This design comes from an exercise in tuning for small area and a short achievable clock period on the open sky130 flow, not from production work. Function was checked by simulation only, so behaviour that the tests miss may differ from the original. No activity file was given, so power comes from the tool's default toggle rates.

==> flow/design.v <==
module cledon_narrow_lane (
    input  wire        clk,
    input  wire [31:0] x,
    input  wire        a_bf, a_fp16, a_e4, a_e5, a_i8,
    input  wire [7:0]  a_kk,      
    input  wire [9:0]  a_tk,      
    input  wire [5:0]  a_cmk,     
    input  wire [4:0]  a_qs,      
    input  wire [5:0]  a_v6,      
    input  wire        a_v6z,     
    input  wire        b_ne,
    input  wire        b_sr,
    input  wire [15:0] draw,
    input  wire        b_fp16, b_e4, b_e5, b_i8,
    input  wire        b_strict,
    output reg  [15:0] code,
    output reg         sat,
    output reg         nan_in,
    output reg         strict_nan,
    output reg         nonzero,
    output reg         flushed
);
    wire        s    = x[31];
    wire [7:0]  E    = x[30:23];
    wire [22:0] M    = x[22:0];
    wire        h    = |E;
    wire        e_ff = &E;
    wire        m_nz = |M;
    wire        is_nan = e_ff & m_nz;
    wire        is_inf = e_ff & !m_nz;
    wire        nz     = !e_ff & (h | m_nz);
    wire [23:0] sig  = {h, M};
    reg [4:0] p;
    integer i;
    always @(*) begin
        p = 5'd0;
        for (i = 0; i < 23; i = i + 1)
            if (M[i]) p = i[4:0];
    end
    reg [4:0] tz;
    always @(*) begin
        tz = 5'd0;
        for (i = 23; i >= 0; i = i - 1)
            if (sig[i]) tz = i[4:0];
    end
    wire signed [9:0] S = $signed({2'b00, E}) + $signed({{2{a_kk[7]}}, a_kk});
    wire norm_h = $signed({2'b00, E}) > $signed(a_tk);
    wire shz_h  = (a_fp16 & (S < 10'sd57)) | (a_e4 & (S < 10'sd72)) | (a_e5 & (S < 10'sd65)) | (a_i8 & (S < 10'sd81));
    wire [5:0] dlo = a_cmk - E[5:0];
    wire [5:0] n17 = a_fp16 ? 6'd7 : a_e4 ? 6'd14 : a_e5 ? 6'd15 : 6'd10;
    wire ebig   = norm_h & ((a_e4 & (S > 10'sd135)) | ((a_fp16 | a_e5) & (S > 10'sd143)));
    wire int_big = a_i8 & (S > 10'sd133);
    wire [7:0] bexp_h = a_bf ? E : a_e4 ? {4'd0, ~S[3], S[2:0]} : {3'd0, ~S[4], S[3:0]};
    wire norm_s = p > a_qs;
    wire [4:0] bexp_s = p - a_qs;
    wire [5:0] nsh_s  = {1'b0, p} - (a_e4 ? 6'd9 : 6'd8);
    wire normal = h ? norm_h : norm_s;
    wire shz = !normal & (h ? shz_h : a_v6z);
    wire [5:0] shc = shz ? 6'd63 : h ? (norm_h ? n17 : dlo) : (norm_s ? nsh_s : a_v6);
    wire [33:0] wide = {sig, 10'd0};
    wire [33:0] win  = wide >> shc;
    wire [9:0]  q    = win[25:16];
    wire [15:0] fr   = win[15:0];
    wire [5:0]  tzm5 = {1'b0, tz} - 6'd5;
    wire sticky = tzm5[5] | (tzm5 < shc);    
    wire [7:0] bexp = h ? bexp_h : {3'd0, bexp_s};
    reg [14:0] cpre;
    always @(*) begin
        cpre = {5'd0, q};
        if (normal)
            case (1'b1)
                a_bf:    cpre = {bexp, q[6:0]};
                a_fp16:  cpre = {bexp[4:0], q[9:0]};
                a_e4:    cpre = {8'd0, bexp[3:0], q[2:0]};
                default: cpre = {8'd0, bexp[4:0], q[1:0]};
            endcase
    end
    wire big = is_inf | (nz & (ebig | int_big));
    reg        b_s, b_sticky, b_nan, b_big, b_nz;
    reg [14:0] b_cpre;
    reg [15:0] b_fr;
    always @(posedge clk) begin
        b_s      <= s;
        b_sticky <= sticky;
        b_nan    <= is_nan;
        b_big    <= big;
        b_nz     <= nz;
        b_cpre   <= cpre;
        b_fr     <= fr;
    end
    wire b_up = b_ne ? (b_fr[15] & (b_sticky | b_cpre[0])) : (b_sr & (b_fr > ~draw));
    reg [14:0] maxc;
    always @(*) begin
        case (1'b1)
            b_fp16:  maxc = 15'h7BFF;
            b_e4:    maxc = 15'h007E;
            b_e5:    maxc = 15'h007B;
            b_i8:    maxc = 15'h007F;
            default: maxc = 15'h7F7F;
        endcase
    end
    wire gt    = b_cpre > maxc;
    wire eq    = b_cpre == maxc;
    wire neg_i = b_i8 & b_s;
    wire [14:0] cx   = b_cpre ^ {15{neg_i}};
    wire [14:0] inc  = cx + 15'd1;
    wire [14:0] sum0 = neg_i ? inc : cx;       
    wire [14:0] sum1 = neg_i ? cx  : inc;      
    wire [15:0] nanc = b_fp16 ? 16'h7E00 : b_e4 ? 16'h007F : b_e5 ? 16'h007E : b_i8 ? 16'h0000 : 16'h7FC0;
    wire [15:0] satc = b_fp16 ? {b_s, 15'h7BFF} : b_e4 ? {8'd0, b_s, 7'h7E} : b_e5 ? {8'd0, b_s, 7'h7B}
                     : b_i8 ? (b_s ? 16'h0081 : 16'h007F) : {b_s, 15'h7F7F};
    wire strict_f = b_strict & !b_i8;
    function [20:0] result;     
        input        ovf;
        input [14:0] sm;
        input        zero;       
        reg   [15:0] numc;
        begin
            numc = b_i8 ? {8'd0, sm[7:0]} : (b_e4 | b_e5) ? {8'd0, b_s, sm[6:0]} : {b_s, sm};
            if (b_nan)
                result = {nanc, 1'b0, 1'b1, strict_f, 1'b0};
            else if (ovf)
                result = strict_f ? {nanc, 1'b0, 1'b0, 1'b1, 1'b0} : {satc, 1'b1, 1'b0, 1'b0, 1'b0};
            else
                result = {numc, 1'b0, 1'b0, 1'b0, b_nz & zero};
        end
    endfunction
    always @(*) begin
        nonzero = b_nz;
        {code, sat, nan_in, strict_nan, flushed} =
            result(b_big | gt | (eq & b_up), b_up ? sum1 : sum0, (b_cpre == 15'd0) & !b_up);
    end
endmodule
module cledon_narrow (
    input  wire         clk,
    input  wire         rst,           
    input  wire         cfg_load,      
    input  wire [31:0]  cfg_seed,
    input  wire         in_valid,
    input  wire [127:0] in_data,       
    input  wire [3:0]   in_fmt,
    input  wire [1:0]   in_rnd,
    input  wire         in_strict,
    input  wire [7:0]   in_scale,
    output reg          out_valid,
    output reg  [63:0]  out_code,      
    output reg  [3:0]   out_sat,
    output reg  [3:0]   out_nan_in,
    output reg  [3:0]   out_strict_nan,
    output reg  [3:0]   out_nonzero,
    output reg  [3:0]   out_flushed
);
    reg  [31:0] st_r;
    reg         a_load, a_took, b_took;
    reg  [31:0] a_seed;
    wire [15:0] lf_s1, lf_s2, lf_s3;
    wire [31:0] lf_s4;
    wire lf_x0 = st_r[1] ^ st_r[12];
    wire lf_x1 = st_r[0] ^ st_r[11];
    wire lf_x2 = st_r[2] ^ st_r[5];
    wire lf_x3 = st_r[22] ^ st_r[28];
    wire lf_x4 = st_r[23] ^ st_r[29];
    wire lf_x5 = st_r[21] ^ st_r[27];
    wire lf_x6 = st_r[18] ^ st_r[24];
    wire lf_x7 = st_r[3] ^ st_r[6];
    wire lf_x8 = st_r[7] ^ st_r[13];
    wire lf_x9 = st_r[19] ^ st_r[25];
    wire lf_x10 = st_r[8] ^ st_r[14];
    wire lf_x11 = st_r[10] ^ st_r[16];
    wire lf_x12 = st_r[20] ^ st_r[26];
    wire lf_x13 = st_r[9] ^ st_r[15];
    wire lf_x14 = st_r[17] ^ lf_x1;
    wire lf_x15 = st_r[30] ^ lf_x6;
    wire lf_x16 = st_r[31] ^ lf_x9;
    wire lf_x17 = st_r[4] ^ lf_x0;
    wire lf_x18 = lf_x2 ^ lf_x10;
    wire lf_x19 = lf_x3 ^ lf_x5;
    wire lf_x20 = lf_x8 ^ lf_x11;
    wire lf_x21 = lf_x7 ^ lf_x13;
    wire lf_x22 = lf_x4 ^ lf_x12;
    wire lf_x23 = lf_x14 ^ lf_x22;
    wire lf_x24 = lf_x3 ^ lf_x16;
    wire lf_x25 = lf_x17 ^ lf_x20;
    wire lf_x26 = st_r[1] ^ st_r[4];
    wire lf_x27 = lf_x4 ^ lf_x15;
    wire lf_x28 = st_r[8] ^ lf_x2;
    wire lf_x29 = st_r[24] ^ st_r[30];
    wire lf_x30 = st_r[9] ^ lf_x7;
    wire lf_x31 = st_r[6] ^ lf_x19;
    wire lf_x32 = st_r[3] ^ lf_x18;
    wire lf_x33 = lf_x5 ^ lf_x15;
    wire lf_x34 = lf_x12 ^ lf_x16;
    wire lf_x35 = lf_x14 ^ lf_x18;
    wire lf_x36 = lf_x17 ^ lf_x21;
    wire lf_x37 = st_r[11] ^ st_r[17];
    wire lf_x38 = st_r[4] ^ st_r[12];
    wire lf_x39 = st_r[17] ^ st_r[21];
    wire lf_x40 = lf_x0 ^ lf_x10;
    wire lf_x41 = st_r[2] ^ lf_x8;
    wire lf_x42 = st_r[7] ^ st_r[16];
    wire lf_x43 = st_r[16] ^ st_r[20];
    wire lf_x44 = st_r[7] ^ st_r[10];
    wire lf_x45 = st_r[0] ^ lf_x39;
    wire lf_x46 = st_r[15] ^ lf_x28;
    wire lf_x47 = st_r[5] ^ lf_x23;
    wire lf_x48 = st_r[14] ^ lf_x36;
    wire lf_x49 = st_r[9] ^ st_r[13];
    wire lf_x50 = st_r[6] ^ st_r[17];
    wire lf_x51 = st_r[25] ^ st_r[31];
    wire lf_x52 = st_r[3] ^ st_r[15];
    wire lf_x53 = st_r[19] ^ st_r[22];
    wire lf_x54 = st_r[5] ^ st_r[17];
    wire lf_x55 = st_r[2] ^ st_r[3];
    wire lf_x56 = st_r[26] ^ lf_x5;
    wire lf_x57 = st_r[15] ^ lf_x7;
    wire lf_x58 = lf_x9 ^ lf_x12;
    wire lf_x59 = st_r[31] ^ lf_x6;
    wire lf_x60 = st_r[14] ^ lf_x2;
    wire lf_x61 = lf_x10 ^ lf_x13;
    wire lf_x62 = st_r[6] ^ lf_x8;
    wire lf_x63 = lf_x11 ^ lf_x29;
    wire lf_x64 = st_r[23] ^ lf_x15;
    wire lf_x65 = lf_x9 ^ lf_x20;
    wire lf_x66 = st_r[8] ^ lf_x19;
    wire lf_x67 = st_r[10] ^ lf_x41;
    wire lf_x68 = lf_x11 ^ lf_x14;
    wire lf_x69 = lf_x21 ^ lf_x38;
    wire lf_x70 = lf_x15 ^ lf_x16;
    wire lf_x71 = st_r[0] ^ lf_x21;
    wire lf_x72 = st_r[29] ^ lf_x33;
    wire lf_x73 = lf_x18 ^ lf_x23;
    wire lf_x74 = lf_x24 ^ lf_x37;
    wire lf_x75 = lf_x35 ^ lf_x43;
    wire lf_x76 = st_r[5] ^ lf_x25;
    wire lf_x77 = st_r[4] ^ lf_x32;
    wire lf_x78 = lf_x0 ^ lf_x24;
    wire lf_x79 = st_r[2] ^ st_r[14];
    wire lf_x80 = st_r[1] ^ st_r[24];
    wire lf_x81 = st_r[7] ^ st_r[18];
    wire lf_x82 = st_r[13] ^ st_r[16];
    wire lf_x83 = st_r[18] ^ st_r[21];
    wire lf_x84 = st_r[23] ^ st_r[30];
    wire lf_x85 = lf_x1 ^ lf_x53;
    wire lf_x86 = st_r[30] ^ lf_x26;
    wire lf_x87 = st_r[13] ^ lf_x1;
    wire lf_x88 = st_r[8] ^ lf_x13;
    wire lf_x89 = st_r[16] ^ lf_x8;
    wire lf_x90 = st_r[5] ^ lf_x4;
    wire lf_x91 = st_r[22] ^ lf_x6;
    wire lf_x92 = st_r[0] ^ lf_x7;
    wire lf_x93 = st_r[8] ^ lf_x1;
    wire lf_x94 = lf_x29 ^ lf_x51;
    wire lf_x95 = lf_x11 ^ lf_x13;
    wire lf_x96 = lf_x4 ^ lf_x79;
    wire lf_x97 = st_r[28] ^ lf_x22;
    wire lf_x98 = lf_x40 ^ lf_x41;
    wire lf_x99 = st_r[19] ^ lf_x30;
    wire lf_x100 = st_r[9] ^ lf_x17;
    wire lf_x101 = lf_x0 ^ lf_x30;
    wire lf_x102 = lf_x3 ^ lf_x45;
    wire lf_x103 = lf_x1 ^ lf_x19;
    wire lf_x104 = lf_x5 ^ lf_x57;
    wire lf_x105 = st_r[12] ^ lf_x22;
    wire lf_x106 = st_r[10] ^ lf_x32;
    wire lf_x107 = st_r[19] ^ lf_x25;
    wire lf_x108 = lf_x20 ^ lf_x34;
    wire lf_x109 = lf_x27 ^ lf_x68;
    wire lf_x110 = st_r[20] ^ lf_x67;
    wire lf_x111 = lf_x23 ^ lf_x40;
    wire lf_x112 = lf_x24 ^ lf_x27;
    wire lf_x113 = lf_x34 ^ lf_x44;
    wire lf_x114 = lf_x20 ^ lf_x46;
    wire lf_x115 = lf_x47 ^ lf_x69;
    wire lf_x116 = st_r[27] ^ lf_x74;
    wire lf_x117 = lf_x62 ^ lf_x78;
    wire lf_x118 = lf_x19 ^ lf_x73;
    wire lf_x119 = lf_x71 ^ lf_x25;
    wire lf_x120 = st_r[12] ^ lf_x21;
    wire lf_x121 = lf_x35 ^ lf_x120;
    wire lf_x122 = st_r[0] ^ st_r[22];
    wire lf_x123 = st_r[0] ^ st_r[1];
    wire lf_x124 = st_r[23] ^ lf_x123;
    wire lf_x125 = st_r[2] ^ lf_x80;
    wire lf_x126 = st_r[0] ^ st_r[25];
    wire lf_x127 = lf_x55 ^ lf_x126;
    wire lf_x128 = st_r[0] ^ st_r[3];
    wire lf_x129 = st_r[26] ^ lf_x128;
    wire lf_x130 = lf_x26 ^ lf_x129;
    wire lf_x131 = st_r[27] ^ lf_x2;
    wire lf_x132 = lf_x26 ^ lf_x131;
    wire lf_x133 = st_r[28] ^ lf_x2;
    wire lf_x134 = lf_x133 ^ lf_x92;
    wire lf_x135 = st_r[7] ^ st_r[29];
    wire lf_x136 = lf_x135 ^ lf_x26;
    wire lf_x137 = lf_x136 ^ lf_x92;
    wire lf_x138 = st_r[7] ^ lf_x86;
    wire lf_x139 = lf_x28 ^ lf_x138;
    wire lf_x140 = st_r[0] ^ st_r[31];
    wire lf_x141 = lf_x140 ^ lf_x28;
    wire lf_x142 = lf_x30 ^ lf_x141;
    wire lf_x143 = st_r[1] ^ st_r[14];
    wire lf_x144 = lf_x143 ^ lf_x89;
    wire lf_x145 = lf_x144 ^ lf_x24;
    wire lf_x146 = lf_x145 ^ lf_x47;
    wire lf_x147 = st_r[11] ^ st_r[12];
    wire lf_x148 = lf_x147 ^ lf_x89;
    wire lf_x149 = lf_x148 ^ lf_x31;
    wire lf_x150 = lf_x46 ^ lf_x70;
    wire lf_x151 = lf_x149 ^ lf_x150;
    wire lf_x152 = st_r[5] ^ lf_x93;
    wire lf_x153 = lf_x101 ^ lf_x152;
    wire lf_x154 = st_r[6] ^ lf_x67;
    wire lf_x155 = lf_x100 ^ lf_x154;
    wire lf_x156 = lf_x1 ^ lf_x8;
    wire lf_x157 = lf_x156 ^ lf_x106;
    wire lf_x158 = lf_x1 ^ lf_x10;
    wire lf_x159 = lf_x158 ^ lf_x36;
    wire lf_x160 = lf_x2 ^ lf_x13;
    wire lf_x161 = lf_x160 ^ lf_x25;
    wire lf_x162 = st_r[13] ^ lf_x7;
    wire lf_x163 = lf_x11 ^ lf_x162;
    wire lf_x164 = lf_x35 ^ lf_x163;
    wire lf_x165 = lf_x81 ^ lf_x14;
    wire lf_x166 = lf_x165 ^ lf_x48;
    wire lf_x167 = st_r[18] ^ lf_x46;
    wire lf_x168 = lf_x167 ^ lf_x107;
    wire lf_x169 = st_r[13] ^ lf_x99;
    wire lf_x170 = lf_x169 ^ lf_x75;
    wire lf_x171 = st_r[18] ^ st_r[20];
    wire lf_x172 = lf_x171 ^ lf_x44;
    wire lf_x173 = lf_x45 ^ lf_x172;
    wire lf_x174 = lf_x173 ^ lf_x48;
    wire lf_x175 = lf_x83 ^ lf_x26;
    wire lf_x176 = lf_x175 ^ lf_x85;
    wire lf_x177 = lf_x176 ^ lf_x114;
    wire lf_x178 = st_r[23] ^ lf_x53;
    wire lf_x179 = lf_x178 ^ lf_x101;
    wire lf_x180 = lf_x179 ^ lf_x75;
    wire lf_x181 = st_r[23] ^ lf_x39;
    wire lf_x182 = lf_x6 ^ lf_x181;
    wire lf_x183 = lf_x36 ^ lf_x182;
    wire lf_x184 = lf_x110 ^ lf_x183;
    wire lf_x185 = st_r[11] ^ st_r[21];
    wire lf_x186 = lf_x185 ^ lf_x91;
    wire lf_x187 = lf_x186 ^ lf_x65;
    wire lf_x188 = lf_x187 ^ lf_x77;
    wire lf_x189 = st_r[30] ^ lf_x5;
    wire lf_x190 = lf_x61 ^ lf_x189;
    wire lf_x191 = lf_x90 ^ lf_x190;
    wire lf_x192 = lf_x68 ^ lf_x191;
    wire lf_x193 = st_r[0] ^ lf_x40;
    wire lf_x194 = lf_x59 ^ lf_x90;
    wire lf_x195 = lf_x193 ^ lf_x194;
    wire lf_x196 = lf_x31 ^ lf_x195;
    wire lf_x197 = lf_x80 ^ lf_x31;
    wire lf_x198 = lf_x35 ^ lf_x65;
    wire lf_x199 = lf_x197 ^ lf_x198;
    wire lf_x200 = st_r[2] ^ st_r[25];
    wire lf_x201 = lf_x3 ^ lf_x200;
    wire lf_x202 = lf_x81 ^ lf_x21;
    wire lf_x203 = lf_x201 ^ lf_x202;
    wire lf_x204 = lf_x111 ^ lf_x203;
    wire lf_x205 = lf_x55 ^ lf_x56;
    wire lf_x206 = lf_x88 ^ lf_x27;
    wire lf_x207 = lf_x205 ^ lf_x107;
    wire lf_x208 = lf_x206 ^ lf_x207;
    wire lf_x209 = st_r[20] ^ lf_x49;
    wire lf_x210 = lf_x63 ^ lf_x209;
    wire lf_x211 = lf_x210 ^ lf_x77;
    wire lf_x212 = lf_x116 ^ lf_x211;
    wire lf_x213 = st_r[10] ^ st_r[14];
    wire lf_x214 = st_r[28] ^ lf_x51;
    wire lf_x215 = lf_x83 ^ lf_x213;
    wire lf_x216 = lf_x214 ^ lf_x215;
    wire lf_x217 = lf_x216 ^ lf_x115;
    wire lf_x218 = st_r[6] ^ st_r[15];
    wire lf_x219 = st_r[26] ^ lf_x218;
    wire lf_x220 = lf_x85 ^ lf_x219;
    wire lf_x221 = lf_x220 ^ lf_x72;
    wire lf_x222 = lf_x76 ^ lf_x221;
    wire lf_x223 = st_r[27] ^ lf_x84;
    wire lf_x224 = lf_x223 ^ lf_x75;
    wire lf_x225 = lf_x224 ^ lf_x117;
    wire lf_x226 = lf_x21 ^ lf_x45;
    wire lf_x227 = lf_x59 ^ lf_x98;
    wire lf_x228 = lf_x97 ^ lf_x226;
    wire lf_x229 = lf_x227 ^ lf_x228;
    wire lf_x230 = st_r[22] ^ lf_x26;
    wire lf_x231 = lf_x55 ^ lf_x230;
    wire lf_x232 = lf_x61 ^ lf_x231;
    wire lf_x233 = lf_x65 ^ lf_x232;
    wire lf_x234 = lf_x72 ^ lf_x233;
    wire lf_x235 = lf_x12 ^ lf_x84;
    wire lf_x236 = lf_x235 ^ lf_x95;
    wire lf_x237 = lf_x236 ^ lf_x74;
    wire lf_x238 = lf_x77 ^ lf_x237;
    wire lf_x239 = lf_x5 ^ lf_x11;
    wire lf_x240 = lf_x239 ^ lf_x59;
    wire lf_x241 = lf_x240 ^ lf_x115;
    wire lf_x242 = lf_x9 ^ lf_x14;
    wire lf_x243 = lf_x15 ^ lf_x242;
    wire lf_x244 = lf_x31 ^ lf_x243;
    wire lf_x245 = lf_x76 ^ lf_x244;
    wire lf_x246 = st_r[18] ^ lf_x73;
    wire lf_x247 = lf_x117 ^ lf_x246;
    wire lf_x248 = st_r[19] ^ lf_x22;
    wire lf_x249 = lf_x98 ^ lf_x248;
    wire lf_x250 = lf_x33 ^ lf_x71;
    wire lf_x251 = lf_x249 ^ lf_x250;
    wire lf_x252 = st_r[16] ^ lf_x49;
    wire lf_x253 = lf_x17 ^ lf_x56;
    wire lf_x254 = lf_x252 ^ lf_x94;
    wire lf_x255 = lf_x253 ^ lf_x254;
    wire lf_x256 = lf_x60 ^ lf_x63;
    wire lf_x257 = lf_x100 ^ lf_x102;
    wire lf_x258 = lf_x256 ^ lf_x257;
    wire lf_x259 = st_r[22] ^ lf_x2;
    wire lf_x260 = lf_x259 ^ lf_x56;
    wire lf_x261 = lf_x260 ^ lf_x69;
    wire lf_x262 = lf_x109 ^ lf_x261;
    wire lf_x263 = lf_x7 ^ lf_x64;
    wire lf_x264 = lf_x263 ^ lf_x76;
    wire lf_x265 = lf_x116 ^ lf_x264;
    wire lf_x266 = lf_x6 ^ lf_x37;
    wire lf_x267 = lf_x38 ^ lf_x266;
    wire lf_x268 = lf_x16 ^ lf_x18;
    wire lf_x269 = lf_x62 ^ lf_x97;
    wire lf_x270 = lf_x267 ^ lf_x268;
    wire lf_x271 = lf_x269 ^ lf_x270;
    wire lf_x272 = st_r[5] ^ st_r[12];
    wire lf_x273 = lf_x8 ^ lf_x10;
    wire lf_x274 = lf_x272 ^ lf_x273;
    wire lf_x275 = lf_x58 ^ lf_x274;
    wire lf_x276 = lf_x71 ^ lf_x275;
    wire lf_x277 = lf_x72 ^ lf_x276;
    wire lf_x278 = lf_x61 ^ lf_x86;
    wire lf_x279 = lf_x278 ^ lf_x31;
    wire lf_x280 = lf_x108 ^ lf_x279;
    wire lf_x281 = st_r[7] ^ st_r[31];
    wire lf_x282 = lf_x281 ^ lf_x95;
    wire lf_x283 = lf_x282 ^ lf_x118;
    wire lf_x284 = lf_x0 ^ lf_x21;
    wire lf_x285 = lf_x284 ^ lf_x66;
    wire lf_x286 = lf_x109 ^ lf_x285;
    wire lf_x287 = st_r[2] ^ st_r[9];
    wire lf_x288 = lf_x287 ^ lf_x14;
    wire lf_x289 = lf_x25 ^ lf_x288;
    wire lf_x290 = lf_x112 ^ lf_x289;
    wire lf_x291 = st_r[13] ^ lf_x0;
    wire lf_x292 = lf_x291 ^ lf_x23;
    wire lf_x293 = lf_x70 ^ lf_x106;
    wire lf_x294 = lf_x292 ^ lf_x293;
    wire lf_x295 = st_r[2] ^ lf_x87;
    wire lf_x296 = lf_x33 ^ lf_x34;
    wire lf_x297 = lf_x295 ^ lf_x296;
    wire lf_x298 = lf_x48 ^ lf_x297;
    wire lf_x299 = lf_x52 ^ lf_x19;
    wire lf_x300 = lf_x60 ^ lf_x25;
    wire lf_x301 = lf_x34 ^ lf_x299;
    wire lf_x302 = lf_x300 ^ lf_x301;
    wire lf_x303 = st_r[4] ^ lf_x82;
    wire lf_x304 = lf_x303 ^ lf_x57;
    wire lf_x305 = lf_x304 ^ lf_x118;
    wire lf_x306 = lf_x42 ^ lf_x54;
    wire lf_x307 = lf_x19 ^ lf_x306;
    wire lf_x308 = lf_x27 ^ lf_x307;
    wire lf_x309 = lf_x48 ^ lf_x308;
    wire lf_x310 = st_r[4] ^ lf_x50;
    wire lf_x311 = lf_x310 ^ lf_x114;
    wire lf_x312 = lf_x112 ^ lf_x311;
    wire lf_x313 = lf_x10 ^ lf_x42;
    wire lf_x314 = lf_x30 ^ lf_x313;
    wire lf_x315 = lf_x314 ^ lf_x70;
    wire lf_x316 = lf_x47 ^ lf_x315;
    wire lf_x317 = lf_x50 ^ lf_x17;
    wire lf_x318 = lf_x88 ^ lf_x33;
    wire lf_x319 = lf_x317 ^ lf_x113;
    wire lf_x320 = lf_x318 ^ lf_x319;
    wire lf_x321 = st_r[9] ^ st_r[18];
    wire lf_x322 = lf_x321 ^ lf_x28;
    wire lf_x323 = lf_x103 ^ lf_x322;
    wire lf_x324 = lf_x108 ^ lf_x323;
    wire lf_x325 = st_r[10] ^ lf_x19;
    wire lf_x326 = lf_x99 ^ lf_x325;
    wire lf_x327 = lf_x111 ^ lf_x326;
    wire lf_x328 = lf_x13 ^ lf_x17;
    wire lf_x329 = lf_x103 ^ lf_x27;
    wire lf_x330 = lf_x328 ^ lf_x110;
    wire lf_x331 = lf_x329 ^ lf_x330;
    wire lf_x332 = st_r[21] ^ lf_x4;
    wire lf_x333 = lf_x63 ^ lf_x332;
    wire lf_x334 = lf_x87 ^ lf_x32;
    wire lf_x335 = lf_x333 ^ lf_x78;
    wire lf_x336 = lf_x334 ^ lf_x335;
    wire lf_x337 = st_r[22] ^ lf_x37;
    wire lf_x338 = lf_x43 ^ lf_x96;
    wire lf_x339 = lf_x337 ^ lf_x104;
    wire lf_x340 = lf_x338 ^ lf_x339;
    wire lf_x341 = lf_x38 ^ lf_x42;
    wire lf_x342 = lf_x52 ^ lf_x341;
    wire lf_x343 = lf_x102 ^ lf_x64;
    wire lf_x344 = lf_x342 ^ lf_x343;
    wire lf_x345 = st_r[8] ^ lf_x54;
    wire lf_x346 = lf_x4 ^ lf_x82;
    wire lf_x347 = lf_x26 ^ lf_x346;
    wire lf_x348 = lf_x16 ^ lf_x345;
    wire lf_x349 = lf_x91 ^ lf_x347;
    wire lf_x350 = lf_x348 ^ lf_x349;
    wire lf_x351 = st_r[9] ^ lf_x50;
    wire lf_x352 = lf_x58 ^ lf_x60;
    wire lf_x353 = lf_x351 ^ lf_x64;
    wire lf_x354 = lf_x352 ^ lf_x353;
    wire lf_x355 = lf_x6 ^ lf_x104;
    wire lf_x356 = lf_x355 ^ lf_x113;
    wire lf_x357 = st_r[4] ^ st_r[11];
    wire lf_x358 = lf_x357 ^ lf_x42;
    wire lf_x359 = lf_x358 ^ lf_x58;
    wire lf_x360 = lf_x66 ^ lf_x359;
    wire lf_x361 = st_r[0] ^ st_r[9];
    wire lf_x362 = lf_x361 ^ lf_x54;
    wire lf_x363 = lf_x362 ^ lf_x105;
    wire lf_x364 = lf_x66 ^ lf_x363;
    wire lf_x365 = st_r[1] ^ st_r[10];
    wire lf_x366 = lf_x365 ^ lf_x49;
    wire lf_x367 = lf_x366 ^ lf_x27;
    wire lf_x368 = lf_x31 ^ lf_x367;
    wire lf_x369 = st_r[11] ^ lf_x44;
    wire lf_x370 = lf_x29 ^ lf_x96;
    wire lf_x371 = lf_x369 ^ lf_x370;
    wire lf_x372 = lf_x24 ^ lf_x371;
    wire lf_x373 = lf_x52 ^ lf_x93;
    wire lf_x374 = lf_x94 ^ lf_x105;
    wire lf_x375 = lf_x373 ^ lf_x374;
    assign lf_s1[0] = lf_x119;
    assign lf_s1[1] = lf_x121;
    assign lf_s1[2] = st_r[18];
    assign lf_s1[3] = st_r[19];
    assign lf_s1[4] = st_r[20];
    assign lf_s1[5] = st_r[21];
    assign lf_s1[6] = lf_x122;
    assign lf_s1[7] = lf_x124;
    assign lf_s1[8] = lf_x125;
    assign lf_s1[9] = lf_x127;
    assign lf_s1[10] = lf_x130;
    assign lf_s1[11] = lf_x132;
    assign lf_s1[12] = lf_x134;
    assign lf_s1[13] = lf_x137;
    assign lf_s1[14] = lf_x139;
    assign lf_s1[15] = lf_x142;
    assign lf_s2[0] = lf_x146;
    assign lf_s2[1] = lf_x151;
    assign lf_s2[2] = lf_x153;
    assign lf_s2[3] = lf_x155;
    assign lf_s2[4] = lf_x157;
    assign lf_s2[5] = lf_x159;
    assign lf_s2[6] = lf_x161;
    assign lf_s2[7] = lf_x164;
    assign lf_s2[8] = lf_x166;
    assign lf_s2[9] = lf_x168;
    assign lf_s2[10] = lf_x170;
    assign lf_s2[11] = lf_x174;
    assign lf_s2[12] = lf_x177;
    assign lf_s2[13] = lf_x180;
    assign lf_s2[14] = lf_x184;
    assign lf_s2[15] = lf_x188;
    assign lf_s3[0] = lf_x192;
    assign lf_s3[1] = lf_x196;
    assign lf_s3[2] = lf_x199;
    assign lf_s3[3] = lf_x204;
    assign lf_s3[4] = lf_x208;
    assign lf_s3[5] = lf_x212;
    assign lf_s3[6] = lf_x217;
    assign lf_s3[7] = lf_x222;
    assign lf_s3[8] = lf_x225;
    assign lf_s3[9] = lf_x229;
    assign lf_s3[10] = lf_x234;
    assign lf_s3[11] = lf_x238;
    assign lf_s3[12] = lf_x241;
    assign lf_s3[13] = lf_x245;
    assign lf_s3[14] = lf_x247;
    assign lf_s3[15] = lf_x251;
    assign lf_s4[0] = lf_x255;
    assign lf_s4[1] = lf_x258;
    assign lf_s4[2] = lf_x262;
    assign lf_s4[3] = lf_x265;
    assign lf_s4[4] = lf_x271;
    assign lf_s4[5] = lf_x277;
    assign lf_s4[6] = lf_x280;
    assign lf_s4[7] = lf_x283;
    assign lf_s4[8] = lf_x286;
    assign lf_s4[9] = lf_x290;
    assign lf_s4[10] = lf_x294;
    assign lf_s4[11] = lf_x298;
    assign lf_s4[12] = lf_x302;
    assign lf_s4[13] = lf_x305;
    assign lf_s4[14] = lf_x309;
    assign lf_s4[15] = lf_x312;
    assign lf_s4[16] = lf_x316;
    assign lf_s4[17] = lf_x320;
    assign lf_s4[18] = lf_x324;
    assign lf_s4[19] = lf_x327;
    assign lf_s4[20] = lf_x331;
    assign lf_s4[21] = lf_x336;
    assign lf_s4[22] = lf_x340;
    assign lf_s4[23] = lf_x344;
    assign lf_s4[24] = lf_x350;
    assign lf_s4[25] = lf_x354;
    assign lf_s4[26] = lf_x356;
    assign lf_s4[27] = lf_x360;
    assign lf_s4[28] = lf_x364;
    assign lf_s4[29] = lf_x368;
    assign lf_s4[30] = lf_x372;
    assign lf_s4[31] = lf_x375;
    wire [31:0] held = b_took ? lf_s4 : st_r;
    wire [31:0] st0  = a_load ? a_seed : held;    
    always @(posedge clk) begin
        a_load <= rst | cfg_load;
        a_seed <= rst ? 32'h0000_0001 : cfg_seed;
        a_took <= !rst && in_valid && (in_rnd == 2'd1);
        b_took <= a_took;
        st_r   <= st0;
    end
    reg         a_valid;
    reg [127:0] a_data;
    reg         a_fp16, a_e4, a_e5, a_i8;
    reg         a_ne, a_sr, a_strict;
    reg [7:0]   a_kk;        
    reg [9:0]   a_tk;        
    reg [5:0]   a_cmk;       
    reg [4:0]   a_qs;        
    reg [5:0]   a_v6;        
    reg         a_v6z;       
    wire i_fp16 = (in_fmt == 4'h1);
    wire i_e4   = (in_fmt == 4'h3);
    wire i_e5   = (in_fmt == 4'h4);
    wire i_i8   = (in_fmt == 4'hB);
    wire signed [9:0] kx = {{2{in_scale[7]}}, in_scale};
    wire signed [9:0] tk = i_fp16 ? 10'sd112 : i_e4 ? 10'sd120 - kx : i_e5 ? 10'sd112 - kx
                         : i_i8 ? 10'sd511 : 10'sd0;
    wire [5:0] cmk = i_fp16 ? 6'd56 : i_e4 ? 6'd7 - in_scale[5:0] : i_e5 ? 6'd0 - in_scale[5:0]
                   : 6'd16 - in_scale[5:0];
    wire [4:0] qs = (i_e4 && in_scale[7:3] == 5'b01111) ? 5'd14 - in_scale[4:0]
                  : (i_e5 && in_scale[7:4] == 4'b0111)  ? 5'd6  - in_scale[4:0] : 5'd31;
    wire [5:0] v6 = i_e4 ? 6'd6 - in_scale[5:0] : i_e5 ? ~in_scale[5:0] : i_i8 ? 6'd15 - in_scale[5:0] : 6'd10;
    wire       s_pos = !in_scale[7];
    wire       v6z = i_fp16 | (i_e4 & !(s_pos & (in_scale[6:0] >= 7'd71)))
                   | (i_e5 & !(s_pos & in_scale[6]))
                   | (i_i8 & !(s_pos & (in_scale[6:0] >= 7'd80)));
    always @(posedge clk) begin
        if (rst)
            a_valid <= 1'b0;
        else
            a_valid <= in_valid;
        a_data   <= in_data;
        a_fp16   <= i_fp16;
        a_e4     <= i_e4;
        a_e5     <= i_e5;
        a_i8     <= i_i8;
        a_ne     <= (in_rnd == 2'd0);
        a_sr     <= (in_rnd == 2'd1);
        a_strict <= in_strict;
        a_kk     <= (i_e4 | i_e5 | i_i8) ? in_scale : 8'd0;
        a_tk     <= tk;
        a_cmk    <= cmk;
        a_qs     <= qs;
        a_v6     <= v6;
        a_v6z    <= v6z;
    end
    wire a_bf = !(a_fp16 | a_e4 | a_e5 | a_i8);
    reg b_valid, b_fp16, b_e4, b_e5, b_i8, b_strict, b_ne, b_sr;
    always @(posedge clk) begin
        if (rst)
            b_valid <= 1'b0;
        else
            b_valid <= a_valid;
        b_fp16   <= a_fp16;
        b_e4     <= a_e4;
        b_e5     <= a_e5;
        b_i8     <= a_i8;
        b_strict <= a_strict;
        b_ne     <= a_ne;
        b_sr     <= a_sr;
    end
    wire [63:0] draws = {lf_s4[15:0], lf_s3, lf_s2, lf_s1};
    wire [63:0] c_code;
    wire [3:0]  c_sat, c_nan_in, c_strict_nan, c_nonzero, c_flushed;
    genvar g;
    generate
        for (g = 0; g < 4; g = g + 1) begin : lane
            cledon_narrow_lane u_lane (
                .clk        (clk),
                .x          (a_data[32*g +: 32]),
                .a_bf       (a_bf),
                .a_fp16     (a_fp16),
                .a_e4       (a_e4),
                .a_e5       (a_e5),
                .a_i8       (a_i8),
                .a_kk       (a_kk),
                .a_tk       (a_tk),
                .a_cmk      (a_cmk),
                .a_qs       (a_qs),
                .a_v6       (a_v6),
                .a_v6z      (a_v6z),
                .b_ne       (b_ne),
                .b_sr       (b_sr),
                .draw       (draws[16*g +: 16]),
                .b_fp16     (b_fp16),
                .b_e4       (b_e4),
                .b_e5       (b_e5),
                .b_i8       (b_i8),
                .b_strict   (b_strict),
                .code       (c_code[16*g +: 16]),
                .sat        (c_sat[g]),
                .nan_in     (c_nan_in[g]),
                .strict_nan (c_strict_nan[g]),
                .nonzero    (c_nonzero[g]),
                .flushed    (c_flushed[g])
            );
        end
    endgenerate
    always @(posedge clk) begin
        if (rst)
            out_valid <= 1'b0;
        else
            out_valid <= b_valid;
        out_code       <= c_code;
        out_sat        <= c_sat;
        out_nan_in     <= c_nan_in;
        out_strict_nan <= c_strict_nan;
        out_nonzero    <= c_nonzero;
        out_flushed    <= c_flushed;
    end
endmodule
==> flow/flow/run.sh <==
#!/bin/bash
# Own layout flow: the standard ORFS flow (standard.sh, unchanged synthesis and
# constraints) with two changes in how the layout is made:
#  - timing repair is asked for a setup slack well above what the 20 ns clock needs,
#    so that it sizes up and buffers the long paths;
#  - the port buffers are plain buf_2 cells instead of the default delay buffers.
set -euo pipefail
export SETUP_SLACK_MARGIN=14.5
export BUFFER_PORTS_ARGS="-buffer_cell sky130_fd_sc_hd__buf_2"
bash standard.sh > standard_flow.log 2>&1
==> flow/standard.sh <==
#!/bin/bash
# synth_recipe.tcl (not shown) runs the flow's synth.tcl, then flattens the netlist and writes it again
# the make line also repeats each setting of config.mk as NAME=value (left out here)
make -C /OpenROAD-flow-scripts/flow DESIGN_CONFIG=/design/flow/config.mk WORK_HOME=/design/flow/orfs CLKGATE_MAP_FILE= SYNTH_SCRIPT=/design/flow/synth_recipe.tcl "${@:-finish}"
==> flow/config.mk <==
export PLATFORM = sky130hd
export DESIGN_NAME = cledon_narrow
export DESIGN_NICKNAME = cledon_narrow
export VERILOG_FILES = /design/flow/design.v
export SDC_FILE = /design/flow/constraint.sdc
export NUM_CORES = 4
export LEC_CHECK = 0
export ABC_AREA = 1
export CAP_MARGIN = 20
export CORE_MARGIN = 2
export CORE_UTILIZATION = 40
export SLEW_MARGIN = 20
==> flow/constraint.sdc <==
create_clock -name core_clock -period 20.0 [get_ports {clk}]
set_input_delay 4.0000 -clock core_clock [delete_from_list [all_inputs] [get_ports {clk}]]
set_output_delay 4.0000 -clock core_clock [all_outputs]
set_load 0.01 [all_outputs]
==> impl_results.md, run 1 <==
- Root Driver: clkbuf_16
- Cell count after placement: 6,794
- # IOs: 264
- EDFF count, synth: 32
- Die ar.: 94,300 µm²
- Post-Syn Area: 36,700 µm²
- WS Path Type: reg -> out
- Worst Skew: 0.0439 ns
- Vias in the first global route: 34.5k
- Chip height: 307 µm
- TritonCTS Sinks: 476
- CP Cell Sequence: buf_2
- Worst skew pair latency: 0.67 ns
- Worst Hold End: lane[3].u_lane.b_s$_DFF_P_
- Critical path peak fanout: 1
- Min Tclk post-route: 5.23 ns
- Crit start category: register
- Multiplexer area fraction after synthesis: 0
- Yosys synthesis warning count: 2
- Yosys top cell area share: 0.242
- CTS tree: done
- Post-Synthesis Cells: 5,491
- Asr flop ratio synth: 0
- Ys flop type: dfxtp_1
- Buf/Inv on CP: 1
- DIE WIDTH: 307 µm
- Post-Synth XOR/XNOR Area: 0.110
- Vias per inst: 5.46
- # DRC: 0
- Max incr delay on CP: 0.40 ns
- Row count: 111
- Overall Global Routing Usage: 0.276
- Worst Hold Class: reg -> reg
- Register-to-Register Path Depth: 20
- Hold path depth: 0
- Cts bufs inserted: 54
- Status: timing/DRC/antenna clean
- Worst VDD drop: 0.000248 V
- Post-synthesis sequential area ratio: 0.268
- RSZ-0062 raised after global routing: true
- FF-to-FF setup slack: 14.82 ns
- Post-synth top cells: nand2_1, nand3_1, inv_1
- Total grt overflow: 0
- Worst-margin pin slew: 1.00 ns
- Yosys reg bits: 476
- Worst hold start: a_data[127]$_DFF_P_
- Setup_tns: 0 ns
- Avg Inst Size Synth: 6.69 µm²
- Area Growth Syn to Fin: 13.3%
- Max_cap viols: 0
- Most common cell in the synthesized netlist: nand2_1
- Slowest CP cell: dfxtp_1
- Core area: 91,400 µm²
- Main combinational cell family by area after synthesis: simple AND/OR/NAND/NOR gates
- Critical Path RT: 16.00 ns
- N_diodes: 0
- Synth Area in Simple Gates: 0.307
- Post-synthesis compound-gate area fraction: 0.133
- DRT Pass-1 Iters: 6
- Max Fclk: 191 MHz
- Clock slew at reported path FFs: 0.07 ns
- First-pass GRT wire length: 203,000 µm
- Arrival time worst endpoint: 1.23 ns
- # nets final: 6,159
- Routability-driven placement congestion ratio: 1.04
- Initial Utilization: 0.402
- Largest area contributor in the netlist: dfxtp_1
- Wirelength, routed: 136,000 µm
- CTS Buffer Depth: 3
- WL/cell: 19.6 µm
- Slew headroom: 0.325
- FF-to-FF End: out_code[17]$_DFF_P_
- Largest cells by area after synthesis: dfxtp_1, nand2_1, nand3_1
- Final number of setup-violating endpoints: 0
- Post-Synth Adder-Cell Area: 0.0950
- Largest net degree at the start of global routing: 51
- Final std cells w/o fill: 6,941
- Layout cells sized above 1: 0.101
- # port buffers: 263
- ANT nets after route: 0
- Leakage: 20.5 nW
- Final HPWL DP: 108,000 µm
- CTS H-tree lvls: 2
- 1st-iter DRT viols: 3,814
- Unique masters post-synth: 71
- Vias: 37.9k
- Final hold violations: 0
- Pwr dens: 204 nW/µm²
- Slew Viols, Final: 0
- Initial antenna violation count: 3
- Post-synthesis net count: 5,940
- FF-to-FF Start: st_r[5]$_DFFE_PP_
- Crit path capture type: output pin
- Delay-heaviest family, CP: flip-flops
- Period utilization: 0.261
==> how the worst max path moves through the flow <==
| stage | start | end | slack [ns] | cells past startpoint |
|---|---|---|---|---|
| floorplan | in_fmt[3] | a_cmk[5]$_SDFF_PP1_ | 14.54 | 7 |
| global placement | in_fmt[3] | a_cmk[5]$_SDFF_PP1_ | 14.19 | 8 |
| detailed placement | in_fmt[3] | a_cmk[5]$_SDFF_PP1_ | 14.13 | 8 |
| CTS | a_data[3]$_DFF_P_ | lane[0].u_lane.b_fr[1]$_DFF_P_ | 14.50 | 32 |
| global route | a_data[65]$_DFF_P_ | lane[2].u_lane.b_fr[8]$_SDFF_PN0_ | 14.48 | 33 |
| finish | out_flushed[3]$_SDFF_PP0_ | out_flushed[3] | 14.77 | 1 |
==> sequential cells by signal, summed over array words and instances (netlist names), 5 cells and up <==
| register | count |
|---|---|
| a_data | 128 |
| lane.u_lane.b_fr | 64 |
| a_seed | 32 |
| a_qs | 5 |
| a_kk | 8 |
| st_r | 32 |
| a_v6 | 6 |
| a_tk | 10 |
| lane.u_lane.b_cpre | 60 |
| a_cmk | 6 |
| out_code | 64 |
==> what timing repair did <==
action | CTS | global route
buffers inserted | 0 | 39
resized for setup | 6 | 89
endpoints found under the setup margin | 28 | 172
hold buffers | 0 | 0
gates cloned | 0 | 7
pin swaps | 0 | 11
==> where the power goes <==
group	leakage [nW]	internal, mW	switching (mW)
clock	0.940	0.585	0.451
combinational	15.5	2.20	3.77
sequential	4.05	1.20	0.276
==> cell type report <==
class	instances	area [µm²]
clock inverter	39	427
timing repair buffer	318	1770
fill	9537	49800
multi-input combinational	4223	24200
tap	1186	1480
clock buffer	62	1470
inverter	635	2420
sequential	476	9850
timing repair inverter	2	10.0
==> per-layer routing <==
layer	global-route usage	part of all wire	vias up
li1	-	-	18600
met1	0.393	0.46	17500
met2	0.433	0.43	1602
met3	0.0376	0.079	247
met4	0.0839	0.034	2
met5	0	0.00013	-
==> through the flow <==
step           hold WS, ns  total power, mW  setup slack (ns)  instance area, µm²  utilization
2_1_floorplan        0.310             5.52             14.54               36700            -
3_3_place_gp         0.312             7.14             14.19               38900        0.426
3_5_place_dp         0.315             7.17             14.13               38900        0.426
4_1_cts              0.329             8.27             14.50               40800        0.447
5_1_grt              0.338             9.12             14.48               41600        0.455
6_report             0.328             8.48             14.77               41600        0.455
==> kinds of logic (layout without fill, tap and decap cells) <==
| logic type | count (synthesis) | in the layout |
|---|---|---|
| buf+inv | 797 | 1056 |
| simple gates | 2644 | 2648 |
| xor+xnor | 457 | 457 |
| flops | 476 | 476 |
| compound gates | 845 | 846 |
| fa+ha+maj | 272 | 272 |
==> cells in the final DEF, fill, tap and decap left out, types with 13 or more instances in the layout <==
cell type,instances
nor3_1,51
nand2_2,21
nand2_1,1356
o211ai_1,58
o2111ai_1,16
nor2_2,13
xor2_1,291
inv_1,604
clkbuf_16,56
edfxtp_1,32
a211oi_1,13
nand4_1,56
o21bai_1,14
buf_2,263
buf_4,51
xnor2_1,144
ha_1,258
nand3_1,646
nor4_1,28
o21ai_0,328
a21oi_1,252
or2_2,25
o22ai_1,21
o21ai_1,35
dfxtp_1,444
nor2_1,409
==> run 2: changes to the inputs <==
--- a/flow/flow/run.sh
+++ b/flow/flow/run.sh
@@ -5,6 +5,6 @@
 #    so that it sizes up and buffers the long paths;
 #  - the port buffers are plain buf_2 cells instead of the default delay buffers.
 set -euo pipefail
-export SETUP_SLACK_MARGIN=14.5
+export SETUP_SLACK_MARGIN=14.8
 export BUFFER_PORTS_ARGS="-buffer_cell sky130_fd_sc_hd__buf_2"
 bash standard.sh > standard_flow.log 2>&1
==> impl_results.md, run 2 <==
- Most flops, register: a_data
- Main combinational cell family by area after synthesis: simple AND/OR/NAND/NOR gates
- Cts bufs inserted: 56
- Buf/Inv on CP: 1
- Clock slew at reported path FFs: 0.07 ns
- Post-Synthesis Cells: 5,491
- Overall Global Routing Usage: 0.283
- Slew headroom: 0.202
- Ys flop type: dfxtp_1
- Post-synthesis compound-gate area fraction: 0.133
- WHS: 0.325 ns
- Worst skew pair latency: 0.71 ns
- Top flop regs: a_data x128, lane.u_lane.b_fr x64, out_code x64
- Root Driver: clkbuf_16
- Leading cell type in the layout, fill and taps excluded: nand2_1
- Slowest CP cell: dfxtp_4
- Worst Hold Class: reg -> reg
- FF-to-FF End: out_code[54]$_DFF_P_
- Critical Path RT: 16.00 ns
- Row count: 111
- Slew Viols, Final: 0
- Wirelength, routed: 141,000 µm
- Period utilization: 0.260
- Crit start category: register
- WL/cell: 20.2 µm
- EDFF count, synth: 32
- Arrival time worst endpoint: 1.20 ns
- ANT nets after route: 0
- Layout cells sized above 1: 0.116
- Status: timing/DRC/antenna clean
- Max incr delay on CP: 0.37 ns
- Final Cell Area: 42,400 µm²
- # IOs: 264
- # DRC: 0
- Total grt overflow: 0
- Core area: 91,400 µm²
- Routability-driven placement congestion ratio: 1.06
- Most common cell in the synthesized netlist: nand2_1
- Yosys top cell area share: 0.242
- Largest net degree at the start of global routing: 51
- Final hold violations: 0
- Post-synthesis net count: 5,940
- N_diodes: 0
- FF+latch area: 9890 µm²
- Post-placement cell area: 38,900 µm²
- CTS tree: done
- Commonest non-fill, non-tap cells in the layout: nand2_1, nand3_1, inv_1
- Final number of setup-violating endpoints: 0
- Cell count after placement: 6,797
- Largest register FFs: 128
- CTS Buffer Depth: 3
- Unique masters post-synth: 71
- Post-Synth Adder-Cell Area: 0.0950
- TritonCTS Sinks: 476
- Largest cells by area after synthesis: dfxtp_1, nand2_1, nand3_1
- Die ar.: 94,300 µm²
- Max Fclk: 192 MHz
- Worst hold start: a_took$_DFF_P_
- Pwr Total: 8.65 mW
- Vias in the first global route: 34.8k
- Largest area contributor in the netlist: dfxtp_1
- Multiplexer area fraction after synthesis: 0
- Post-synthesis sequential area ratio: 0.268
- Chip height: 307 µm
- Post-Syn Area: 36,700 µm²
- Hold path depth: 0
- Asr flop ratio synth: 0
- Delay-heaviest family, CP: flip-flops
- Core Util, Final: 0.464
- Initial Utilization: 0.402
- Post-synth top cells: nand2_1, nand3_1, inv_1
- Worst-margin pin slew: 1.18 ns
- Synth Area in Simple Gates: 0.307
- CP Cell Sequence: buf_6
- Pre-CTS WS: 13.98 ns
- CTS H-tree lvls: 2
- FF-to-FF setup slack: 15.10 ns
- Worst Skew: 0.0748 ns
- Crit path capture type: output pin
- Post-Synth XOR/XNOR Area: 0.110
- # port buffers: 263
- Setup_tns: 0 ns
- Vias per inst: 5.46
- Pwr dens: 204 nW/µm²
- Min Tclk post-route: 5.20 ns
- DRT Pass-1 Iters: 6
- Avg Inst Size Synth: 6.69 µm²
- Vias: 38.1k
- Yosys synthesis warning count: 2
- FF-to-FF Start: st_r[13]$_DFFE_PP_
- Initial antenna violation count: 5
- Worst VDD drop: 0.000173 V
- # nets final: 6,190
- WS Path Type: reg -> out
- Final worst setup slack: 14.80 ns
- Critical path peak fanout: 1
- DIE WIDTH: 307 µm
- Yosys reg bits: 476
- Max_cap viols: 0
- RSZ-0062 raised after global routing: true
- Final HPWL DP: 110,000 µm
- Area Growth Syn to Fin: 15.3%
- Final std cells w/o fill: 6,974
- Fillers: 9,476
- 1st-iter DRT viols: 3,797
- First-pass GRT wire length: 207,000 µm
- Area occupied by multi-input gates: 24,500 µm²
- Register-to-Register Path Depth: 22
- Leakage: 20.7 nW
- Worst Hold End: b_took$_DFF_P_
run 2: how the worst max path moves through the flow:
stage                     cells after the start                      start                  end
final                                         1  out_flushed[3]$_SDFF_PP0_       out_flushed[3]
after global routing                          1  out_flushed[3]$_SDFF_PP0_       out_flushed[3]
after CTS                                     1  out_flushed[3]$_SDFF_PP0_       out_flushed[3]
after detailed placement                      9                  in_fmt[0]  a_cmk[5]$_SDFF_PP1_
after global placement                        9                  in_fmt[0]  a_cmk[5]$_SDFF_PP1_
after floorplan                               7                  in_fmt[3]  a_cmk[5]$_SDFF_PP1_
run 2: final cells by class:
| cell class | count | area share |
|---|---|---|
| multi-input cells | 4230 | 0.579 |
| flip-flops and latches | 476 | 0.234 |
| inverters | 635 | 0.0582 |
| repair buffers | 340 | 0.0477 |
| clock buffers | 71 | 0.0358 |
| well taps | 1186 | 0.0350 |
| clock inverters | 34 | 0.0105 |
| repair inverters | 2 | 0.000236 |
run 2: where the power goes:
part / switching, mW / internal (mW) / total, mW / leakage (nW)
clock network: 0.457 / 0.615 / 1.07 / 0.951
logic: 3.85 / 2.26 / 6.11 / 15.7
registers: 0.268 / 1.20 / 1.47 / 4.06
total: 4.57 / 4.08 / 8.65 / 20.7
run 2: repair_timing:
| item | in CTS | in global routing |
|---|---|---|
| hold buffers | 0 | 0 |
| buffers inserted | 1 | 56 |
| pin swaps | 1 | 24 |
| gates cloned | 1 | 14 |
| gates resized for setup | 70 | 149 |
| setup endpoints to repair | 147 | 188 |
run 2: kinds of logic after synthesis:
group	count (synthesis)
fa+ha+maj	272
compound gates	845
simple gates	2644
flops	476
buf+inv	797
xor+xnor	457
run 2: routing by layer:
layer  part of all wire  global-route usage  wire length (µm)  up-vias
li1                   -                   -                 -    18600
met1               0.45               0.397             63300    17500
met2               0.43               0.441             60900     1618
met3              0.081              0.0457             11400      283
met4              0.037              0.0954              5160        2
met5           0.000050                   0                 7        -
==> run 3: changes to the inputs <==
==> flow/flow/run.sh (replaced) <==
#!/bin/bash
# Own layout flow: the standard ORFS flow (standard.sh, unchanged synthesis and
# constraints) with these changes in how the layout is made:
#  - timing repair is asked for a setup slack well above what the 20 ns clock needs,
#    so that it sizes up and buffers the long paths;
#  - the port buffers are plain buf_2 cells instead of the default delay buffers;
#  - the clock tree uses smaller buffers, clusters of 16 sinks and no dummy loads.
set -euo pipefail
export SETUP_SLACK_MARGIN=14.8
export BUFFER_PORTS_ARGS="-buffer_cell sky130_fd_sc_hd__buf_2"
export CTS_ARGS="-sink_clustering_enable -repair_clock_nets -dont_use_dummy_load -buf_list {sky130_fd_sc_hd__clkbuf_8} -sink_clustering_size 16 -sink_clustering_max_diameter 60"
bash standard.sh > standard_flow.log 2>&1
==> impl_results.md, run 3 <==
- Status: timing/DRC/antenna clean
- CP Cell Sequence: buf_6
- Min Tclk post-route: 5.26 ns
- Max incr delay on CP: 0.37 ns
- Avg Inst Size Synth: 6.69 µm²
- Worst skew pair latency: 0.77 ns
- Clock slew at reported path FFs: 0.10 ns
- CTS tree: done
- # nets final: 6,206
- Buf/Inv on CP: 1
- Vias: 38.0k
- Pwr Total: 8.19 mW
- Chip height: 307 µm
- First-pass GRT wire length: 206,000 µm
- Slew headroom: 0.250
- Yosys reg bits: 476
- Initial Utilization: 0.402
- Post-placement cell area: 38,900 µm²
- Final Cell Area: 41,600 µm²
- Max_cap viols: 0
- FF-to-FF Start: st_r[10]$_DFFE_PP_
- ANT nets after route: 0
- Largest register FFs: 128
- Yosys synthesis warning count: 2
- WS Path Type: reg -> out
- Worst Hold Class: reg -> reg
- Pre-CTS WS: 13.98 ns
- Asr flop ratio synth: 0
- Overall Global Routing Usage: 0.282
- Root Driver: clkbuf_8
- Final std cells w/o fill: 6,942
- Total grt overflow: 0
- Post-Syn Area: 36,700 µm²
- Pwr dens: 197 nW/µm²
- Crit path capture type: output pin
- Worst Skew: 0.136 ns
- Row count: 111
- Most common cell in the synthesized netlist: nand2_1
- Routability-driven placement congestion ratio: 1.06
- Largest cells by area after synthesis: dfxtp_1, nand2_1, nand3_1
- Max Fclk: 190 MHz
- Wirelength, routed: 140,000 µm
- Critical path peak fanout: 1
- Yosys top cell area share: 0.242
- Cell count after placement: 6,797
- FF+latch area: 9930 µm²
- CTS Buffer Depth: 3
- Unique masters post-synth: 71
- Layout cells sized above 1: 0.117
- Post-synthesis sequential area ratio: 0.268
- Post-synthesis net count: 5,940
- Fillers: 9,568
- Worst hold start: a_data[127]$_DFF_P_
- Final hold violations: 0
- Area occupied by multi-input gates: 24,500 µm²
- Top flop regs: a_data x128, lane.u_lane.b_fr x64, out_code x64
- # port buffers: 263
- DIE WIDTH: 307 µm
- Slowest CP cell: dfxtp_4
- Worst-margin pin slew: 1.11 ns
- Crit path from: out_flushed[1]$_SDFF_PP0_
- # IOs: 264
- Largest net degree at the start of global routing: 51
- Largest area contributor in the netlist: dfxtp_1
- WHS: 0.331 ns
- Core Util, Final: 0.455
- Hold-fix buffers, CTS: 0
- Setup_tns: 0 ns
- 1st-iter DRT viols: 3,935
- EDFF count, synth: 32
- Leakage: 20.2 nW
- Delay-heaviest family, CP: flip-flops
- Initial antenna violation count: 4
- Die ar.: 94,300 µm²
- Cts bufs inserted: 52
- # DRC: 0
- Register-to-Register Path Depth: 20
- Post-synth top cells: nand2_1, nand3_1, inv_1
- CTS H-tree lvls: 2
- Core area: 91,400 µm²
- Crit start category: register
- Commonest non-fill, non-tap cells in the layout: nand2_1, nand3_1, inv_1
- Final HPWL DP: 110,000 µm
- WL/cell: 20.2 µm
- DRT Pass-1 Iters: 7
- Most flops, register: a_data
- Post-Synthesis Cells: 5,491
- Leading cell type in the layout, fill and taps excluded: nand2_1
- Hold path depth: 0
- Period utilization: 0.263
- Slew Viols, Final: 0
- Critical Path RT: 16.00 ns
- Arrival time worst endpoint: 1.26 ns
- RSZ-0062 raised after global routing: true
- Ys flop type: dfxtp_1
- Vias per inst: 5.48
- Vias in the first global route: 34.7k
- Area Growth Syn to Fin: 13.1%
- TritonCTS Sinks: 476
- Worst VDD drop: 0.000173 V
- Final worst setup slack: 14.74 ns
- WP depth: 1
- Final number of setup-violating endpoints: 0
run 3: timing repair:
action                                 4_1_cts  5_1_grt
gates resized for setup                    104      183
endpoints found under the hold margin        0        0
buffers inserted                             8       68
setup endpoints to repair                  198      263
pin swaps                                    1       28
cloned                                       2       14
run 3: area by class of cell:
| class | instances | area share |
|---|---|---|
| clock buffer | 52 | 0.0172 |
| tap | 1186 | 0.0357 |
| timing repair inverter | 2 | 0.000241 |
| inverter | 635 | 0.0593 |
| antenna | 1 | 0.0000602 |
| timing repair buffer | 360 | 0.0580 |
| multi-input combinational | 4230 | 0.591 |
| sequential | 476 | 0.239 |
run 3: logic make-up (layout without fill, tap and decap cells):
logic type                 after synthesis  in the layout  synth area share
buffers and inverters                  797           1049            0.0865
DFF                                    476            476             0.268
adders and majority gates              272            272            0.0950
and+or+nand+nor                       2644           2655             0.307
AOI/OAI and AO/OA                      845            846             0.133
other                                    0              1                 0
xor gates and xnor gates               457            457             0.110
run 3: worst paths after layout:
path	end	slack (ns)
worst max-delay path	out_flushed[1]	14.74
worst min-delay path	lane[3].u_lane.b_s$_DFF_P_	0.33
worst max register to register	out_code[19]$_DFF_P_	15.08
worst min register to register	lane[3].u_lane.b_s$_DFF_P_	0.33
run 3: routing by layer:
layer / track usage / part of all wire
met4: 0.0980 / 0.038
met2: 0.438 / 0.43
met5: 0 / 0.0011
met1: 0.399 / 0.45
met3: 0.0409 / 0.079
run 3: power breakdown:
group / total (mW) / internal [mW] / switching [mW]
clock: 0.556 / 0.228 / 0.328
combinational: 6.15 / 2.29 / 3.86
sequential: 1.47 / 1.21 / 0.268
==> run 4: changes to the inputs <==
--- a/flow/flow/run.sh
+++ b/flow/flow/run.sh
@@ -6,7 +6,7 @@
 #  - the port buffers are plain buf_2 cells instead of the default delay buffers;
 #  - the clock tree uses smaller buffers, clusters of 16 sinks and no dummy loads.
 set -euo pipefail
-export SETUP_SLACK_MARGIN=14.8
+export SETUP_SLACK_MARGIN=15.0
 export BUFFER_PORTS_ARGS="-buffer_cell sky130_fd_sc_hd__buf_2"
 export CTS_ARGS="-sink_clustering_enable -repair_clock_nets -dont_use_dummy_load -buf_list {sky130_fd_sc_hd__clkbuf_8} -sink_clustering_size 16 -sink_clustering_max_diameter 60"
 bash standard.sh > standard_flow.log 2>&1
==> impl_results.md, run 4 <==
- Setup_tns: 0 ns
- DRT Pass-1 Iters: 5
- WS Path Type: reg -> out
- Area Growth Syn to Fin: 15.1%
- # port buffers: 263
- Row count: 111
- Vias: 38.4k
- Final Cell Area: 42,300 µm²
- CP Cell Sequence: buf_6
- FF-to-FF End: out_code[56]$_DFF_P_
- RSZ-0062 raised after global routing: true
- Ys flop type: dfxtp_1
- Pwr Total: 8.46 mW
- Leading cell type in the layout, fill and taps excluded: nand2_1
- Sw power: 4.64 mW
- Slew headroom: 0.296
- Core area: 91,400 µm²
- Post-synthesis net count: 5,940
- Max_cap viols: 0
- Post-synthesis compound-gate area fraction: 0.133
- Leakage: 20.6 nW
- Final number of setup-violating endpoints: 0
- Vias per inst: 5.50
- Crit path capture type: output pin
- WL/cell: 20.6 µm
- Worst skew pair latency: 0.79 ns
- DIE WIDTH: 307 µm
- FF-to-FF Start: st_r[10]$_DFFE_PP_
- Worst Skew: 0.166 ns
- Asr flop ratio synth: 0
- Combinational Power Share: 0.761
- Largest cells by area after synthesis: dfxtp_1, nand2_1, nand3_1
- Most common cell in the synthesized netlist: nand2_1
- Wirelength, routed: 144,000 µm
- Post-Synth Adder-Cell Area: 0.0950
- # nets final: 6,239
- Synth Area in Simple Gates: 0.307
- First-pass GRT wire length: 213,000 µm
- Main combinational cell family by area after synthesis: simple AND/OR/NAND/NOR gates
- Hold-fix buffers, CTS: 0
- Delay-heaviest family, CP: flip-flops
- Chip height: 307 µm
- Critical path peak fanout: 1
- Yosys synthesis warning count: 2
- CTS Buffer Depth: 3
- Final worst setup slack: 14.71 ns
- Most flops, register: a_data
- Sequential fraction of design power: 0.173
- Worst Hold Class: reg -> reg
- Buf/Inv on CP: 1
- CTS H-tree lvls: 2
- Hold path depth: 0
- Total grt overflow: 0
- Worst VDD drop: 0.000206 V
- WP depth: 1
- Initial Utilization: 0.402
- Commonest non-fill, non-tap cells in the layout: nand2_1, nand3_1, inv_1
- Post-synth top cells: nand2_1, nand3_1, inv_1
- Vias in the first global route: 35.3k
- Crit start category: register
- Pre-CTS WS: 14.18 ns
- Max Fclk: 189 MHz
- Avg Inst Size Synth: 6.69 µm²
- Max incr delay on CP: 0.38 ns
- Arrival time worst endpoint: 1.29 ns
- Final HPWL DP: 112,000 µm
- Top flop regs: a_data x128, lane.u_lane.b_fr x64, out_code x64
- Multiplexer area fraction after synthesis: 0
- Yosys reg bits: 476
- # IOs: 264
- Pwr dens: 200 nW/µm²
- Largest area contributor in the netlist: dfxtp_1
- Final hold violations: 0
- Layout cells sized above 1: 0.131
- EDFF count, synth: 32
- Slew Viols, Final: 0
- Slowest CP cell: dfxtp_2
- Cts bufs inserted: 52
- 1st-iter DRT viols: 3,704
- Yosys top cell area share: 0.242
- Post-Synthesis Cells: 5,491
- Post-placement cell area: 39,000 µm²
- Power Internal: 3.83 mW
- Overall Global Routing Usage: 0.292
- Period utilization: 0.264
- Post-Syn Area: 36,700 µm²
- CTS tree: done
- Min Tclk post-route: 5.29 ns
- Fillers: 9,522
- Worst-margin pin slew: 1.06 ns
- Sw frac: 0.548
- WHS: 0.327 ns
- Initial antenna violation count: 11
- Routability-driven placement congestion ratio: 1.05
- Register-to-Register Path Depth: 19
- Post-Synth XOR/XNOR Area: 0.110
- Root Driver: clkbuf_8
- Post-synthesis sequential area ratio: 0.268
- TritonCTS Sinks: 476
- Worst hold start: a_data[127]$_DFF_P_
- FF-to-FF setup slack: 15.03 ns
- Worst Hold End: lane[3].u_lane.b_s$_DFF_P_
- # DRC: 0
- Status: timing/DRC/antenna clean
- Critical Path RT: 16.00 ns
- ANT nets after route: 0
- Clock slew at reported path FFs: 0.10 ns
- Unique masters post-synth: 71
- Largest net degree at the start of global routing: 51
- Largest register FFs: 128
- Clk pwr share: 0.066
- Die ar.: 94,300 µm²
run 4: worst max-delay path by stage:
stage / startpoint / end / slack (ns)
CTS: out_flushed[1]$_SDFF_PP0_ / out_flushed[1] / 14.67
floorplan: in_fmt[3] / a_cmk[5]$_SDFF_PP1_ / 14.61
global route: out_flushed[1]$_SDFF_PP0_ / out_flushed[1] / 14.67
detailed placement: st_r[19]$_DFFE_PP_ / out_code[56]$_DFF_P_ / 14.18
global placement: st_r[19]$_DFFE_PP_ / out_code[56]$_DFF_P_ / 14.16
finish: out_flushed[1]$_SDFF_PP0_ / out_flushed[1] / 14.71
run 4: final cells by class:
type                    instances  area (µm²)  area share
repair buffers                393        2750      0.0649
well taps                    1186        1480      0.0351
repair inverters                1        5.00    0.000118
diodes                          4        10.0    0.000237
clock buffers                  52         716      0.0169
flip-flops and latches        476        9950       0.235
inverters                     635        2480      0.0586
multi-input cells            4231       24900       0.589
run 4: power by group through the flow:
| stage | registers [mW] | logic, mW | clock network (mW) |
|---|---|---|---|
| after global routing | 1.48 | 7.02 | 0.615 |
| after detailed placement | 1.48 | 5.84 | 0 |
| final | 1.46 | 6.44 | 0.560 |
| after floorplan | 1.33 | 4.19 | 0 |
| after global placement | 1.49 | 5.85 | 0 |
| after CTS | 1.46 | 6.04 | 0.582 |
run 4: cell families after synthesis:
group / after synthesis
AND/OR/NAND/NOR: 2644
AO/OA/AOI/OAI: 845
buffers and inverters: 797
flip-flops: 476
XOR/XNOR: 457
adder cells (fa/ha/maj): 272
run 4: what timing repair did:
action                                  CTS  global route
setup buffers                            20            83
gates cloned                              4            14
pin swaps                                 6            38
resized for setup                       159           219
endpoints found under the setup margin  260           261
run 4: metal layers:
layer / global-route usage / vias up / wire length, µm
met1: 0.411 / 17700 / 64100
met5: 0 / - / 25
met3: 0.0386 / 307 / 11500
li1: - / 18700 / -
met2: 0.455 / 1650 / 62200
met4: 0.109 / 4 / 5960
run 4: per-stage QoR:
stage,util,std cells
after floorplan,-,5491
after global placement,0.427,6801
after detailed placement,0.427,6801
after CTS,0.444,6877
after global routing,0.462,6976
final,0.463,6978

==> static timing again, ports no longer ideal <==
The results above use ideal ports. As a check the final layouts listed here were re-extracted and re-timed, cells and wires unchanged. Step 1 (the two cells are an assumption about what drives the block):
set clk [get_ports {clk}]
set_driving_cell -lib_cell sky130_fd_sc_hd__clkbuf_16 $clk
set_driving_cell -lib_cell sky130_fd_sc_hd__buf_2 [delete_from_list [all_inputs] $clk]
Step 2 times the ports against the registers' clock, not the clock port: input delays grow and output delays shrink by t, the midpoint of the rising clock arrivals with the driver on. a / b / c = ideal / step 1 / step 2; a / b = the first two.
run	t (ns)	setup WS [ns]	worst setup path after step 2
run 1	0.717	14.774 / 14.705 / 14.113	input to register
run 2	0.744	14.800 / 14.728 / 14.230	input to register
run 3	0.768	14.737 / 14.672 / 14.251	input to register
run 4	0.777	14.711 / 14.642 / 14.399	input to register
After both steps setup and hold are still met in every run listed. For run 1, which loses most, drivers alone change the setup slack by -0.069 ns; drivers and shift together by -0.661 ns.
